From an optimization exercise on the open Yosys and OpenROAD flow, aimed at small area and few clock cycles; shortcuts taken in it are not production practice.
RTL that was checked went through simulation tests only; none was proved equivalent to the original.

==> indigo <==
## eland_tx
module eland_tx (
    input  wire        clk,
    input  wire        rst,           
    input  wire        start,
    input  wire [10:0] length,        
    input  wire [1:0]  spread,        
    input  wire [6:0]  npre,          
    output wire        start_ready,
    input  wire [7:0]  in_data,
    input  wire        in_valid,
    output wire        in_ready,
    output wire        chip,
    output wire        chip_valid,
    output wire        chip_last,
    input  wire        chip_ready
);
export LEC_CHECK = 0
export CAP_MARGIN = 20
export CORE_MARGIN = 2
export CORE_UTILIZATION = 30
export PLACE_DENSITY = 0.4
export SLEW_MARGIN = 20
create_clock -name core_clock -period 12.0 [get_ports {clk}]
run.sh (not shown) runs the stock make flow with config.mk's settings and CLKGATE_MAP_FILE= SYNTH_SCRIPT=/design/flow/synth_recipe.tcl, a recipe that flattens the netlist after the stock synthesis.
==> yarrow: changes against indigo <==
--- a/flow/design.v
+++ b/flow/design.v
@@ -51,11 +51,11 @@
         end
     endfunction
     reg         rdy;                     
     reg  [4:0]  ccol;                    
     reg         comp;                    
-    reg  [4:0]  ccnt;
+    reg  [1:0]  cblk;                    
     reg         capf;                    
     reg  [23:0] info;                    
     reg  [11:0] acca, accb;              
     reg         accqa, accqb;            
     reg  [23:0] pbuf;                    
@@ -255,11 +255,14 @@
         (dec[19] & (r0[4] ^ r0[10] ^ r0[21])) |
         (dec[20] & (r0[7] ^ r0[18] ^ r0[24] ^ r0[27])) |
         (dec[21] & r0[9]) |
         (dec[22] & (r0[9] ^ r0[23])) |
         (dec[23] & (r0[2] ^ r0[16] ^ r0[27]));
-    wire cstart = rdy && !comp && !capf && (ph[2:0] == 3'd7);
+    wire ldone  = inj && (lq == 2'd3) && (ls == 5'd23);
+    wire cstart = (rdy || ldone) && !comp && (!capf || xfer) && (ph[2:0] == 3'd7);
+    wire lstart = !ld && nz && (ph == 5'd23) &&
+                  (!rdy || (ccol == 5'd31 && (comp || cstart)));
     reg [31:0] w;
     integer q;
     always @* begin
         for (q = 0; q < 4; q = q + 1) begin
             if (inj && lq == q)
@@ -303,35 +306,43 @@
     localparam E_IDLE = 3'd0, E_PRE = 3'd1, E_SYNC = 3'd2, E_PHR = 3'd3, E_PAY = 3'd4;
     reg [2:0]  est;
     reg [9:0]  cnt;
     reg [6:0]  rep;
     reg [8:0]  pn;
-    reg [2:0]  srep;
-    reg [4:0]  erow;
-    reg [4:0]  ecol;
-    reg        epar;
+    wire [2:0] srep = cnt[2:0];          
+    wire [4:0] erow = cnt[7:3];          
+    wire       epar = cnt[8];            
+    wire [4:0] ecol = rep[4:0];          
     reg [6:0]  ek;
     reg        elast;
     reg [10:0] len_r;
     reg [1:0]  sp_r;
     assign start_ready = (est == E_IDLE);
     wire   accept      = start && start_ready;
-    function automatic [7:0] crc8_byte;
-        input [7:0] c;
-        input [7:0] d;
-        integer k;
-        reg [7:0] x;
-        begin
-            x = c ^ d;
-            for (k = 0; k < 8; k = k + 1)
-                x = x[7] ? ((x << 1) ^ 8'h07) : (x << 1);
-            crc8_byte = x;
-        end
-    endfunction
-    wire [7:0]  phr0 = len_r[7:0];
-    wire [7:0]  phr1 = {3'b000, sp_r, len_r[10:8]};
-    wire [23:0] phr  = {crc8_byte(crc8_byte(8'h00, phr0), phr1), phr1, phr0};
+    reg [12:0] cmask;
+    always @* begin
+        case (cnt[7:5])
+        3'd0: cmask = 13'h0151;
+        3'd1: cmask = 13'h03f2;
+        3'd2: cmask = 13'h07b5;
+        3'd3: cmask = 13'h0e6a;
+        3'd4: cmask = 13'h1cd5;
+        3'd5: cmask = 13'h18aa;
+        3'd6: cmask = 13'h1054;
+        default: cmask = 13'h00a8;
+        endcase
+    end
+    wire [12:0] phr_in  = {sp_r, len_r};
+    wire        crc8bit = ^(phr_in & cmask);
+    reg         phr_bit;
+    always @* begin
+        case (cnt[9:8])
+        2'd0:    phr_bit = len_r[cnt[7:5]];
+        2'd1:    phr_bit = (cnt[7:5] < 3'd5) ? phr_in[{1'b1, cnt[7:5]}] : 1'b0;
+        default: phr_bit = crc8bit;
+        endcase
+    end
     wire [2:0]  smax    = (3'd1 << sp_r) - 3'd1;
     wire        lastrep = (srep == smax);
     wire [6:0]  rpos    = {erow, 2'b00} + {5'd0, ecol[4:3]};
     wire        row_ok  = rpos < ek;
     wire        nrow_ok = (rpos + 7'd4) < ek;
@@ -339,11 +350,11 @@
     reg chip_r;
     always @* begin
         case (est)
         E_PRE:   chip_r = PRE_PAT[cnt[4:0]];
         E_SYNC:  chip_r = SYNC_PAT[cnt[5:0]];
-        E_PHR:   chip_r = phr[cnt[9:5]] ^ pn[0];
+        E_PHR:   chip_r = phr_bit ^ pn[0];
         E_PAY:   chip_r = (epar ? pbuf[erow] : info[erow]) ^ pn[0];
         default: chip_r = 1'b0;
         endcase
     end
     assign chip       = chip_r;
@@ -372,10 +383,17 @@
                 ls     <= 5'd0;
                 ph     <= 5'd0;
                 koct_r <= (length > 11'd96) ? 7'd96 : length[6:0];
                 last_r <= (length <= 11'd96);
             end
+            if (lstart) begin
+                ld     <= 1'b1;
+                lq     <= 2'd0;
+                ls     <= 5'd0;
+                koct_r <= (rem > 11'd96) ? 7'd96 : rem[6:0];
+                last_r <= (rem <= 11'd96);
+            end
             if (inj) begin
                 rem <= rem - {10'd0, nz};
                 if (host)
                     crc <= crc32_byte(crc, in_data);
                 if (ls == 5'd23) begin
@@ -390,41 +408,33 @@
                     ls <= ls + 5'd1;
                 end
             end
             if (cstart) begin
                 comp <= 1'b1;
-                ccnt <= 5'd0;
+                cblk <= 2'd0;
             end
-            if (comp) begin
-                ccnt <= ccnt + 5'd1;
-                if (ccnt == 5'd23) begin
+            if (comp && ph[2:0] == 3'd7) begin
+                cblk <= cblk + 2'd1;
+                if (cblk == 2'd2) begin
                     comp <= 1'b0;
                     capf <= 1'b1;
                     ccol <= ccol + 5'd1;
-                    if (ccol == 5'd31) begin
+                    if (ccol == 5'd31)
                         rdy <= 1'b0;
-                        if (nz) begin
-                            ld     <= 1'b1;
-                            lq     <= 2'd0;
-                            ls     <= 5'd0;
-                            ph     <= 5'd0;
-                            koct_r <= (rem > 11'd96) ? 7'd96 : rem[6:0];
-                            last_r <= (rem <= 11'd96);
-                        end
-                    end
                 end
             end
             if (xfer)
                 capf <= 1'b0;
         end
     end
+    wire cfirst = (cblk == 2'd0) && (ph[2:0] == 3'd0);
     always @(posedge clk) begin
         if (comp) begin
-            acca  <= ((ccnt == 5'd0) ? 12'd0 : acca) ^ sla;
-            accb  <= ((ccnt == 5'd0) ? 12'd0 : accb) ^ slb;
-            accqa <= ((ccnt == 5'd0) ? 1'b0 : accqa) ^ sqa;
-            accqb <= ((ccnt == 5'd0) ? 1'b0 : accqb) ^ sqb;
+            acca  <= (cfirst ? 12'd0 : acca) ^ sla;
+            accb  <= (cfirst ? 12'd0 : accb) ^ slb;
+            accqa <= (cfirst ? 1'b0 : accqa) ^ sqa;
+            accqb <= (cfirst ? 1'b0 : accqb) ^ sqb;
             if (ph[1:0] == 2'd0)
                 for (m = 0; m < 6; m = m + 1)
                     if (ph[4:2] == m)
                         for (q = 0; q < 4; q = q + 1)
                             info[6*q + m] <= r0[8*q];
@@ -468,44 +478,39 @@
                 cnt <= cnt + 10'd1;
                 pn  <= {pn[0] ^ pn[5], pn[8:1]};
                 if (cnt == 10'd767) begin
                     est   <= E_PAY;
                     pn    <= 9'h1FF;
-                    epar  <= 1'b0;
-                    erow  <= 5'd0;
-                    ecol  <= 5'd0;
-                    srep  <= 3'd0;
+                    cnt   <= 10'd0;
+                    rep   <= 7'd0;
                     ek    <= koct_r;
                     elast <= last_r;
                 end
             end
             E_PAY: begin
-                if (xfer) begin
-                    epar <= 1'b1;
-                    erow <= 5'd0;
-                end
+                if (xfer)
+                    cnt[8:3] <= 6'b100000;
                 if (fire) begin
                     pn <= {pn[0] ^ pn[5], pn[8:1]};
                     if (lastrep) begin
-                        srep <= 3'd0;
+                        cnt[2:0] <= 3'd0;
                         if (!xfer) begin
                             if (epar && erow == 5'd23) begin
-                                epar <= 1'b0;
-                                erow <= 5'd0;
-                                ecol <= ecol + 5'd1;
+                                cnt[8:3] <= 6'd0;
+                                rep[4:0] <= ecol + 5'd1;
                                 if (ecol == 5'd31) begin
                                     ek    <= koct_r;
                                     elast <= last_r;
                                     if (elast)
                                         est <= E_IDLE;
                                 end
                             end else begin
-                                erow <= erow + 5'd1;
+                                cnt[7:3] <= erow + 5'd1;
                             end
                         end
                     end else begin
-                        srep <= srep + 3'd1;
+                        cnt[2:0] <= srep + 3'd1;
                     end
                 end
             end
             default: est <= E_IDLE;
             endcase
==> flow/flow/run.sh (new file) <==
#!/bin/bash
# Standard layout, with clock tree synthesis told not to add dummy loads.
set -euo pipefail
export CTS_ARGS="-sink_clustering_enable -repair_clock_nets -dont_use_dummy_load"
bash standard.sh > standard.log 2>&1
==> flow/standard.sh (new file) <==
#!/bin/bash
# synth_recipe.tcl (not shown) runs the flow's synth.tcl, then flattens the netlist and writes it again
# the make line also repeats each setting of config.mk as NAME=value (left out here)
make -C /OpenROAD-flow-scripts/flow DESIGN_CONFIG=/design/flow/config.mk WORK_HOME=/design/flow/orfs CLKGATE_MAP_FILE= SYNTH_SCRIPT=/design/flow/synth_recipe.tcl "${@:-finish}"
- CORE_UTILIZATION: 30 -> 60
- PLACE_DENSITY: 0.4 -> 0.7
removed: flow/run.sh
==> summary.txt <==
Hold Path Origin=ring[176]$_DFF_P_; placed cells=roughly 3500; outcome=no timing/DRC/antenna violations; largest net degree at the start of global routing=79; Layout fillers=around 9600; Psw=between 0.0015 and 0.002 W; total CTS buffers=between 90 and 100; Synth Area in Simple Gates=0.0731; Nets=between 2000 and 2500; Tmin final=~6100 ps; Seq group=between 0.003 and 0.004 W; placed cell area=about 32000 um^2; clock latency (worst-skew pair)=roughly 670 ps; die area=between 100000 and 150000 um^2; Clock-cell share=0.0957; number of global-route vias before repair=16169
the above is filed under indigo

==> summary.txt <==
Hold Path Origin=ring[344]$_DFF_P_; placed cell area=30700 um^2; Least-Margin Pin Slew=roughly 1200 ps; largest net degree at the start of global routing=77; placed cells=approximately 2900; most common cell after layout, fill and taps aside=dfxtp_1; outcome=no timing/DRC/antenna violations; Clock-cell share=0.0655; Nets=2350; clock latency (worst-skew pair)=640 ps; Psw=between 0.0015 and 0.002 W; Layout fillers=around 3600; number of global-route vias before repair=16083; die area=51500 um^2; Tmin final=about 6600 ps; met1 usage=0.311; final setup margin=approximately 5400 ps
the above is filed under yarrow

Testbench counts of indigo, summed over its fixed seeds: cycles 1,812,489.
Function not checked in yarrow: the RTL went through the layout flow alone.

## what the ideal ports hide
In the flow no input, the clock included, has a driving cell. The finished layouts below were timed again as built, in two steps.
Step 1 sets driving cells, clkbuf_16 on the clock port and buf_2 on the other inputs (assumed; they add their load-dependent delay and slew).
Step 2 moves the port delays by t, midway between the first and last clock arrival at a register: inputs arrive t later, outputs are due t later. That takes back most of the time a late clock gives input paths.
Slacks: no drivers / after step 1 / after step 2; pairs: no drivers / after step 1.
run	shift t [ns]	slack for setup (ns)	worst setup path at the end	clock arrival spread, ns
indigo	0.714	5.910 / 5.848 / 6.562	register to output	0.044 / 0.044
yarrow	0.649	5.395 / 5.337 / 5.986	register to output	0.092 / 0.092
After both steps setup and hold are still met in every run listed.
